This is an optimization exercise on Yosys and OpenROAD, whose aim is small area, a short achievable clock period and few clock cycles per item, not a production implementation.
The RTL was checked by simulation tests, not by an equivalence proof against the original design.

`design/flow/config.mk`:
```
export PLATFORM = sky130hd
export DESIGN_NAME = zlc_blkcomp
export DESIGN_NICKNAME = zlc_blkcomp
export VERILOG_FILES = /design/flow/design.v
export SDC_FILE = /design/flow/constraint.sdc
export NUM_CORES = 4
export LEC_CHECK = 0
export CAP_MARGIN = 20
export CORE_MARGIN = 2
export CORE_UTILIZATION = 40
export SLEW_MARGIN = 20
```
`design/flow/constraint.sdc`:
```
create_clock -name core_clock -period 40.0 [get_ports {clk}]
set_input_delay 8.0000 -clock core_clock [delete_from_list [all_inputs] [get_ports {clk}]]
set_output_delay 8.0000 -clock core_clock [all_outputs]
set_load 0.01 [all_outputs]
```
`design/flow/design.v`:
```
module zlc_blkcomp (
    input  wire         clk,
    input  wire         rst,         
    input  wire         in_valid,
    output reg          in_ready,
    input  wire [255:0] in_x,        
    input  wire [2:0]   in_fmt,      
    input  wire [1:0]   in_rnd,      
    input  wire [63:0]  in_key,      
    input  wire [31:0]  in_tile_id,
    input  wire [31:0]  in_sstep,
    input  wire [31:0]  in_index,    
    output reg          out_valid,
    input  wire         out_ready,
    output reg  [7:0]   out_scale,
    output reg  [127:0] out_codes,   
    output reg  [4:0]   out_nnz
);
    reg [255:0] cx;
    reg [2:0]   cfmt;
    reg [1:0]   crnd;
    reg [63:0]  ckey;
    reg [31:0]  ctile, csstep, cindex;
    reg         cv;                  
    always @(posedge clk) begin
        cx     <= in_x;
        cfmt   <= in_fmt;
        crnd   <= in_rnd;
        ckey   <= in_key;
        ctile  <= in_tile_id;
        csstep <= in_sstep;
        cindex <= in_index;
        cv     <= in_valid & ~in_ready & ~rst;
    end
    reg [15:0] covr;
    integer e;
    always @(posedge clk)
        for (e = 0; e < 16; e = e + 1)
            case (in_fmt)
                3'd5:    covr[e] <= in_x[16*e +: 7] > 7'd64;
                3'd6:    covr[e] <= in_x[16*e +: 7] > 7'd126;
                default: covr[e] <= in_x[16*e +: 7] > 7'd96;
            endcase
    wire [7:0]        sc;
    wire signed [9:0] skpc;
    zc_scale u_scale (.x(cx), .ovr(covr), .fmt(cfmt), .code(sc), .kpc(skpc));
    reg [7:0]        c_q;
    reg signed [9:0] kpc_q;
    reg              c255_q;
    always @(posedge clk) begin
        c_q    <= sc;
        kpc_q  <= skpc;
        c255_q <= (sc == 8'd255);
    end
    reg        busy;
    reg [5:0]  k;                    
    wire       sr    = (crnd == 2'd2);
    wire       last  = sr ? (k == 6'd33) : (k == 6'd4);
    wire       start = cv & ~busy & ~out_valid;
    always @(posedge clk) begin
        if (rst) begin
            busy      <= 1'b0;
            k         <= 6'd0;
            in_ready  <= 1'b0;
            out_valid <= 1'b0;
        end else begin
            if (start) begin
                busy <= 1'b1;
                k    <= 6'd1;
            end else if (busy) begin
                k <= last ? 6'd0 : k + 6'd1;
                if (last) busy <= 1'b0;
            end
            in_ready <= busy & (sr ? (k == 6'd32) : (k == 6'd3));
            if (busy & last)
                out_valid <= 1'b1;
            else if (out_ready)
                out_valid <= 1'b0;
        end
    end
    wire [1:0] r    = k[1:0] - 2'd1;
    wire [2:0] p    = (k[4:0] - 5'd1) >> 2;
    wire [2:0] pn   = k[4:0] >> 2;              
    wire [31:0] kr  = (r[0] ? ckey[63:32] : ckey[31:0]) + {30'd0, r};
    wire [31:0] c0  = csstep ^ 32'h6A5C_3B19;
    wire [31:0] d0  = {29'd0, cfmt} ^ 32'h1D8F_72E4;
    wire [31:0] bbase = cindex + ckey[63:32];
    wire [31:0] sbase = ctile + ckey[31:0];
    reg        init0, init1;
    reg [31:0] se0, se1, be0, be1;
    always @(posedge clk) begin
        init0 <= (k[1:0] == 2'd0);
        init1 <= (k[1:0] == 2'd0);
        be0   <= bbase + {pn, 1'b0};
        be1   <= bbase + {pn, 1'b1};
        se0   <= sbase + bbase + {pn, 1'b0};
        se1   <= sbase + bbase + {pn, 1'b1};
    end
    wire [31:0] la0, la1;
    zc_mix4 u_lane0 (.clk(clk), .init(init0), .s_e(se0), .b_e(be0),
                     .c0(c0), .d0(d0), .kr(kr), .a(la0));
    zc_mix4 u_lane1 (.clk(clk), .init(init1), .s_e(se1), .b_e(be1),
                     .c0(c0), .d0(d0), .kr(kr), .a(la1));
    wire [15:0] u0 = la0[15:0] + ctile[15:0];
    wire [15:0] u1 = la1[15:0] + ctile[15:0];
    wire        init = (r == 2'd0);
    wire [2:0] q    = p - 3'd1;
    wire [1:0] sel  = sr ? q[2:1] : k[1:0] - 2'd1;
    wire [7:0]  code [0:3];
    wire [3:0]  nz;
    genvar g;
    generate
        for (g = 0; g < 4; g = g + 1) begin : enc
            zc_encode u_enc (
                .x    (cx[64*sel + 16*g +: 16]),
                .c255 (c255_q),
                .kpc  (kpc_q),
                .fmt  (cfmt),
                .rnd  (crnd),
                .u    (g[0] ? u1 : u0),
                .code (code[g]),
                .nz   (nz[g])
            );
        end
    endgenerate
    wire       sr_enc = sr & init & (k != 6'd1);
    wire [3:0] act    = ~busy ? 4'b0000 :
                        ~sr   ? 4'b1111 :
                        ~sr_enc ? 4'b0000 :
                        q[0]  ? 4'b1100 : 4'b0011;
    wire [2:0] cnt    = {2'b00, act[0] & nz[0]} + {2'b00, act[1] & nz[1]} +
                        {2'b00, act[2] & nz[2]} + {2'b00, act[3] & nz[3]};
    integer i;
    always @(posedge clk) begin
        if (start) begin
            out_nnz <= 5'd0;
        end else if (busy) begin
            out_scale <= c_q;
            out_nnz   <= out_nnz + {2'b00, cnt};
            for (i = 0; i < 16; i = i + 1)
                if (act[i % 4] && sel == i / 4)
                    out_codes[8*i +: 8] <= code[i % 4];
        end
    end
endmodule
module zc_scale (
    input  wire [255:0] x,       
    input  wire [15:0]  ovr,     
    input  wire [2:0]   fmt,     
    output wire [7:0]   code,
    output wire signed [9:0] kpc  
);
    function gt9;
        input [8:0] a, b;
        integer j;
        reg e;
        begin
            gt9 = 1'b0;
            e   = 1'b1;
            for (j = 8; j >= 0; j = j - 1) begin
                gt9 = gt9 | (e & a[j] & ~b[j]);
                e   = e & ~(a[j] ^ b[j]);
            end
        end
    endfunction
    reg  [8:0] key [0:15];
    reg        nonfin, anynz;
    integer i;
    always @(*) begin
        nonfin = 1'b0;
        anynz  = 1'b0;
        for (i = 0; i < 16; i = i + 1) begin
            if (x[16*i+7 +: 8] == 8'hFF) begin
                nonfin = 1'b1;
                key[i] = 9'd0;
            end else begin
                key[i] = {x[16*i+7 +: 8], ovr[i]};
                if (x[16*i +: 15] != 15'd0) anynz = 1'b1;
            end
        end
    end
    wire [8:0] m1 [0:7];
    wire [8:0] m2 [0:3];
    wire [8:0] m3 [0:1];
    wire [8:0] m4;
    genvar g;
    generate
        for (g = 0; g < 8; g = g + 1) begin : l1
            assign m1[g] = gt9(key[2*g], key[2*g+1]) ? key[2*g] : key[2*g+1];
        end
        for (g = 0; g < 4; g = g + 1) begin : l2
            assign m2[g] = gt9(m1[2*g], m1[2*g+1]) ? m1[2*g] : m1[2*g+1];
        end
        for (g = 0; g < 2; g = g + 1) begin : l3
            assign m3[g] = gt9(m2[2*g], m2[2*g+1]) ? m2[2*g] : m2[2*g+1];
        end
    endgenerate
    assign m4 = gt9(m3[0], m3[1]) ? m3[0] : m3[1];
    reg [3:0] emaxf;
    reg signed [9:0] kf;
    always @(*) begin
        case (fmt)
            3'd2:    begin emaxf = 4'd15; kf = -10'sd6; end
            3'd3:    begin emaxf = 4'd8;  kf =  10'sd1; end
            3'd4:    begin emaxf = 4'd4;  kf =  10'sd6; end
            3'd5:    begin emaxf = 4'd2;  kf =  10'sd9; end
            3'd6:    begin emaxf = 4'd6;  kf =  10'sd10; end
            default: begin emaxf = 4'd2;  kf =  10'sd10; end
        endcase
    end
    wire [9:0] kv  = {2'b00, m4[8:1]} + {9'd0, m4[0]};
    wire [9:0] sv  = kv - {6'd0, emaxf};
    wire signed [9:0] kv2 = $signed(kv) + (kf - $signed({6'd0, emaxf}));
    wire sp255 = nonfin && fmt != 3'd2;
    wire sp127 = !anynz;
    assign code = sp255 ? 8'd255 : sp127 ? 8'd127 : sv[9] ? 8'd0 : sv[7:0];
    assign kpc  = sp255 ? kf + 10'sd255 : sp127 ? kf + 10'sd127 : sv[9] ? kf : kv2;
endmodule
module zc_encode (
    input  wire [15:0] x,        
    input  wire        c255,     
    input  wire signed [9:0] kpc,  
    input  wire [2:0]  fmt,      
    input  wire [1:0]  rnd,      
    input  wire [15:0] u,        
    output reg  [7:0]  code,
    output wire        nz        
);
    wire       xs   = x[15];
    wire [7:0] xe   = x[14:7];
    wire [6:0] xf   = x[6:0];
    wire       norm = (xe != 8'd0);
    wire       nonf = (xe == 8'hFF);
    wire       is_int = fmt[2] & fmt[1];
    wire [7:0] sig  = {norm, xf};
    reg [1:0] fb;
    always @(*) begin
        case (fmt)
            3'd2:    fb = 2'd2;
            3'd3:    fb = 2'd3;
            3'd4:    fb = 2'd2;
            3'd5:    fb = 2'd1;
            default: fb = 2'd0;
        endcase
    end
    reg [2:0] msb;
    integer i;
    always @(*) begin
        msb = 3'd0;
        for (i = 0; i < 7; i = i + 1)
            if (xf[i]) msb = i[2:0];
        if (norm) msb = 3'd7;
    end
    wire signed [9:0] a_sh  = $signed({6'd0, {1'b0, msb} + 4'd3}) - $signed({8'd0, fb});
    wire signed [9:0] b_sh  = kpc - $signed({1'b0, norm ? xe : 8'd1});
    wire signed [9:0] diff  = a_sh - b_sh;
    wire              nrm_r = !is_int && (sig != 8'd0) && (diff > 10'sd0);
    wire signed [9:0] sh    = nrm_r ? a_sh : b_sh;
    wire [4:0]        shc   = sh[9] ? 5'd0 : (sh > 10'sd27) ? 5'd27 : sh[4:0];
    wire [26:0] wide0 = {sig, 3'b000, 16'd0};
    wire [26:0] wide  = wide0 >> shc;
    wire [7:0]  k     = wide[23:16];
    wire [15:0] t     = wide[15:0];
    reg sticky;
    always @(*) begin
        sticky = 1'b0;
        for (i = 0; i < 8; i = i + 1)
            if (sig[i] && ({1'b0, shc} > 6'd19 + i)) sticky = 1'b1;
    end
    reg up;
    always @(*) begin
        case (rnd)
            2'd0:    up = t[15] & ((|t[14:0]) | sticky | k[0]);
            2'd2:    up = (u < t);
            default: up = 1'b0;
        endcase
    end
    wire [7:0] kr   = k + {7'd0, up};
    wire [7:0] base = nrm_r ? ({2'b00, diff[5:0]} << fb) : 8'd0;
    wire [7:0] mag  = base + kr;
    wire [7:0] ival = xs ? (8'd0 - kr) : kr;
    always @(*) begin
        if (c255)
            code = 8'h00;
        else if (nonf)
            code = (xf != 7'd0) ? 8'h7E : {xs, 7'h7C};    
        else begin
            case (fmt)
                3'd2, 3'd3: code = {xs, mag[6:0]};
                3'd4:       code = {2'b00, xs, mag[4:0]};
                3'd5:       code = {4'b0000, xs, mag[2:0]};
                3'd6:       code = ival;
                default:    code = {4'b0000, ival[3:0]};
            endcase
        end
    end
    assign nz = c255 | nonf | (kr != 8'd0);
endmodule
module zc_mix4 (
    input  wire        clk,
    input  wire        init,
    input  wire [31:0] s_e,      
    input  wire [31:0] b_e,      
    input  wire [31:0] c0, d0,
    input  wire [31:0] kr,       
    output reg  [31:0] a
);
    reg  [31:0] b, c, d;
    reg  [31:0] a1, b1, c1, d1;
    reg  [31:0] bi, ci, di;
    always @(*) begin
        bi = init ? b_e : b;
        ci = init ? c0  : c;
        di = init ? d0  : d;
        a1 = init ? s_e : a + b;
        d1 = di ^ a1;  d1 = {d1[15:0], d1[31:16]};
        c1 = ci + d1;
        b1 = bi ^ c1;  b1 = {b1[19:0], b1[31:20]};
        a1 = a1 + b1;
        d1 = d1 ^ a1;  d1 = {d1[23:0], d1[31:24]};
        c1 = c1 + d1;
        b1 = b1 ^ c1;  b1 = {b1[24:0], b1[31:25]};
        a1 = a1 + kr;
    end
    always @(posedge clk) begin
        a <= b1;
        b <= c1;
        c <= d1;
        d <= a1;
    end
endmodule
```
`design/flow/run.sh`:
```
#!/bin/bash
# synth_recipe.tcl (not shown) runs the flow's synth.tcl, then flattens the netlist and writes it again
# the make line also repeats each setting of config.mk as NAME=value (left out here)
make -C /OpenROAD-flow-scripts/flow DESIGN_CONFIG=/design/flow/config.mk WORK_HOME=/design/flow/orfs CLKGATE_MAP_FILE= SYNTH_SCRIPT=/design/flow/synth_recipe.tcl finish
```
==> flow_metrics.py <==
metrics = {
    "cts": {
        "cts_setup_buffers": 0,
        "clk_pin_slew_ns": 0.06,
        "clock_latency_ns": 0.82,
        "cts_tree": "built",
        "clkSinkCount": 992,
        "cts_max_level": 3,
        "post_cts_resized": 0,
        "clockBufferDepth": 3,
        "cts_inserted_buffers": 109,
        "cts_hold_buf": 0,
        "cts_root_buffer": "clkbuf_16",
    },
    "layout": {
        "syn2layout_area_growth_pct": 17.7,
        "final_nets": 9667,
        "top_regs": "cx (256), out_codes (128), ckey (64)",
        "layout-drive-gt1-share": 0.0567,
        "final_cell_count_no_fill": 11000,
        "largest_reg_flops": 256,
        "fin_util": 0.473,
        "largest_register": "cx",
        "final_area_um2": 82100,
    },
    "synthesis": {
        "async_reset_ff_frac": 0,
        "avgSynthCellArea_um2": 8.71,
        "synth_ff_type": "dfxtp_1",
        "ys_seq_area_frac": 0.304,
        "ys_types": 120,
        "ys_ff_latch": 992,
        "synth_area_um2": 69800,
        "syn_inst": 8012,
        "syn_nets": 9117,
        "synth-edff-count": 136,
        "synth.yosys.warnings": 5,
    },
    "timing": {
        "fin_setup_tns_ns": 0,
        "slew-limit-headroom": 0.0673,
        "max_freq_mhz": 54.2,
        "fin_ws_ns": 21.55,
        "hold_ws_ns": 0.401,
        "tightest_slew_ns": 1.38,
        "final_hold_viol_count": 0,
        "rsz0062_at_grt": "false",
        "finalClockSkew_ns": 0.105,
        "fin_crit_sh": 0.461,
        "setup_violations": 0,
        "fin_crit_ns": 18.45,
        "maxSlewViolCount": 0,
    },
    "worst_setup_path": {
        "cp_common_cell": "a21oi_1",
        "startpoint_type": "flop",
        "worst-setup-path-type": "reg -> reg",
        "cp.required_ns": 40.67,
        "cp_slowest_cell": "o31ai_1",
        "slowest_delay_ns": 0.48,
        "worst-path-max-fanout": 4,
        "arrival_ns": 19.12,
        "worstSetupEndpointType": "flop",
    },
    "flow_run": {
        "max_cap_violations": 0,
    },
    "place": {
        "gp_congestion": 1.10,
        "place_area_um2": 78100,
        "post-place-ws_ns": 22.03,
        "hpwl_um": 254000,
        "io_buffers": 567,
        "dp.cells": 10776,
    },
    "drt": {
        "via_count": 64811,
        "routedWlPerCell_um": 27.4,
        "viasPerCell": 5.89,
        "ant_nets": 0,
        "routed_wl_um": 301000,
        "drt_iter0_markers": 7285,
        "dr.pass1.iters": 6,
        "drc_errors": 0,
    },
    "run_status": {
        "status": "no timing/DRC/antenna violations",
    },
    "grt": {
        "grt_max_degree": 70,
        "grt_pass1_wl_um": 426000,
        "first_global_vias": 60989,
        "antenna_found_initial": 30,
        "grt.overflow.total": 0,
        "grtUsageTotal": 0.327,
    },
    "floorplan": {
        "die_w_um": 422,
        "io_pins": 568,
        "num_rows": 153,
        "initial_core_util": 0.402,
        "die_y_um": 422,
        "core_area_um2": 174000,
        "dieArea_um2": 178000,
    },
    "worst_hold_path": {
        "hold_class": "reg -> reg",
    },
}
-- final timing paths --
| kind | startpoint | end | slack, ns | cells after the start |
|---|---|---|---|---|
| worst min-delay path | c_q[1] | out_scale[1] | 0.40 | 0 |
| worst min register to register | c_q[1] | out_scale[1] | 0.40 | 0 |
| worst max register to register | u_lane1.a[0] | u_lane1.a[5] | 21.55 | 91 |
| worst max-delay path | u_lane1.a[0] | u_lane1.a[5] | 21.55 | 91 |
-- layout by cell type (no fill, tap or decap), types with 206 or more instances in the layout --
master,synthesis,routed
nor2_1,561,560
nor3_1,220,215
dfxtp_1,856,853
inv_1,652,651
xor2_1,305,305
o21ai_0,422,419
nand2_1,565,565
mux2i_1,207,206
a21oi_1,551,550
ha_1,607,607
clkdlybuf4s50_1,0,567
xnor2_1,597,597
-- area by class of cell --
cell class	count	area (um2)
Sequential cell	992	21200
Clock inverter	70	983
Antenna cell	20	50.0
Fill cell	16678	91500
Tap cell	2325	2910
Inverter	655	2460
Timing Repair Buffer	635	6190
Multi-Input combinational cell	6169	45300
Clock buffer	134	2970
-- routing by layer --
metal,global-route usage,wire (um),vias up
li1,-,-,29807
met1,0.423,124000,31170
met2,0.496,130000,3179
met3,0.0788,28400,637
met4,0.189,19200,18
met5,0,125,-
-- logic make-up (layout without fill, tap and decap cells) --
kind of cell | after synthesis | after routing | synth area share
DFF | 992 | 992 | 0.304
adders and majority gates | 693 | 693 | 0.132
AOI/OAI and AO/OA | 1952 | 1952 | 0.181
other | 0 | 20 | 0
xor gates and xnor gates | 909 | 909 | 0.116
muxes | 316 | 316 | 0.0582
and+or+nand+nor | 2299 | 2299 | 0.162
buffers and inverters | 851 | 1494 | 0.0473
-- critical path, delay by kind of cell (launching register included) --
| family | cells | cell delay (ns) |
|---|---|---|
| DFF | 1 | 0.32 |
| adders and majority gates | 7 | 2.37 |
| xor gates and xnor gates | 6 | 0.95 |
| AOI/OAI and AO/OA | 74 | 14.27 |
| and+or+nand+nor | 3 | 0.34 |
| buffers and inverters | 1 | 0.07 |
-- synth_stat cells, types with 80 or more instances --
| cell type | number | area, um2 |
|---|---|---|
| nand2_1 | 565 | 2120 |
| a21oi_1 | 551 | 2760 |
| o21bai_1 | 172 | 1290 |
| dfxtp_1 | 856 | 17100 |
| nor4_1 | 80 | 500 |
| nand3_1 | 194 | 971 |
| inv_1 | 652 | 2450 |
| mux2i_1 | 207 | 2070 |
| nor2b_1 | 94 | 588 |
| nand4_1 | 113 | 707 |
| nor2_1 | 561 | 2110 |
| xnor2_1 | 597 | 5230 |
| a21o_1 | 99 | 743 |
| ha_1 | 607 | 7590 |
| nor3_1 | 220 | 1100 |
| xor2_1 | 305 | 2670 |
| clkbuf_1 | 133 | 499 |
| edfxtp_1 | 136 | 4080 |
| o21ai_0 | 422 | 2110 |
Testbench counts, summed over its fixed seeds: cycles 119,058, blocks 8,000.

==> port drivers added, routing unchanged <==
The results above use ideal ports. As a check the final layout listed here was re-extracted and re-timed, cells and wires unchanged.
Step 1 assumes that a clkbuf_16 drives the clock port and a buf_2 every other input.
Step 2 times the ports against the registers' clock, not the clock port: input delays grow and output delays shrink by t, the midpoint of the rising clock arrivals with the driver on.
Slacks: ideal ports / drivers / drivers and shift; pairs: ideal ports / drivers.
shift t [ns]: 0.867
slack for setup (ns): 21.549 / 21.549 / 21.549
slew at the worst register clock pin (ns): 0.07 / 0.07
After both steps setup and hold are still met in this run. For this run, drivers alone change the setup slack by 0.000 ns; drivers and shift together by 0.000 ns.
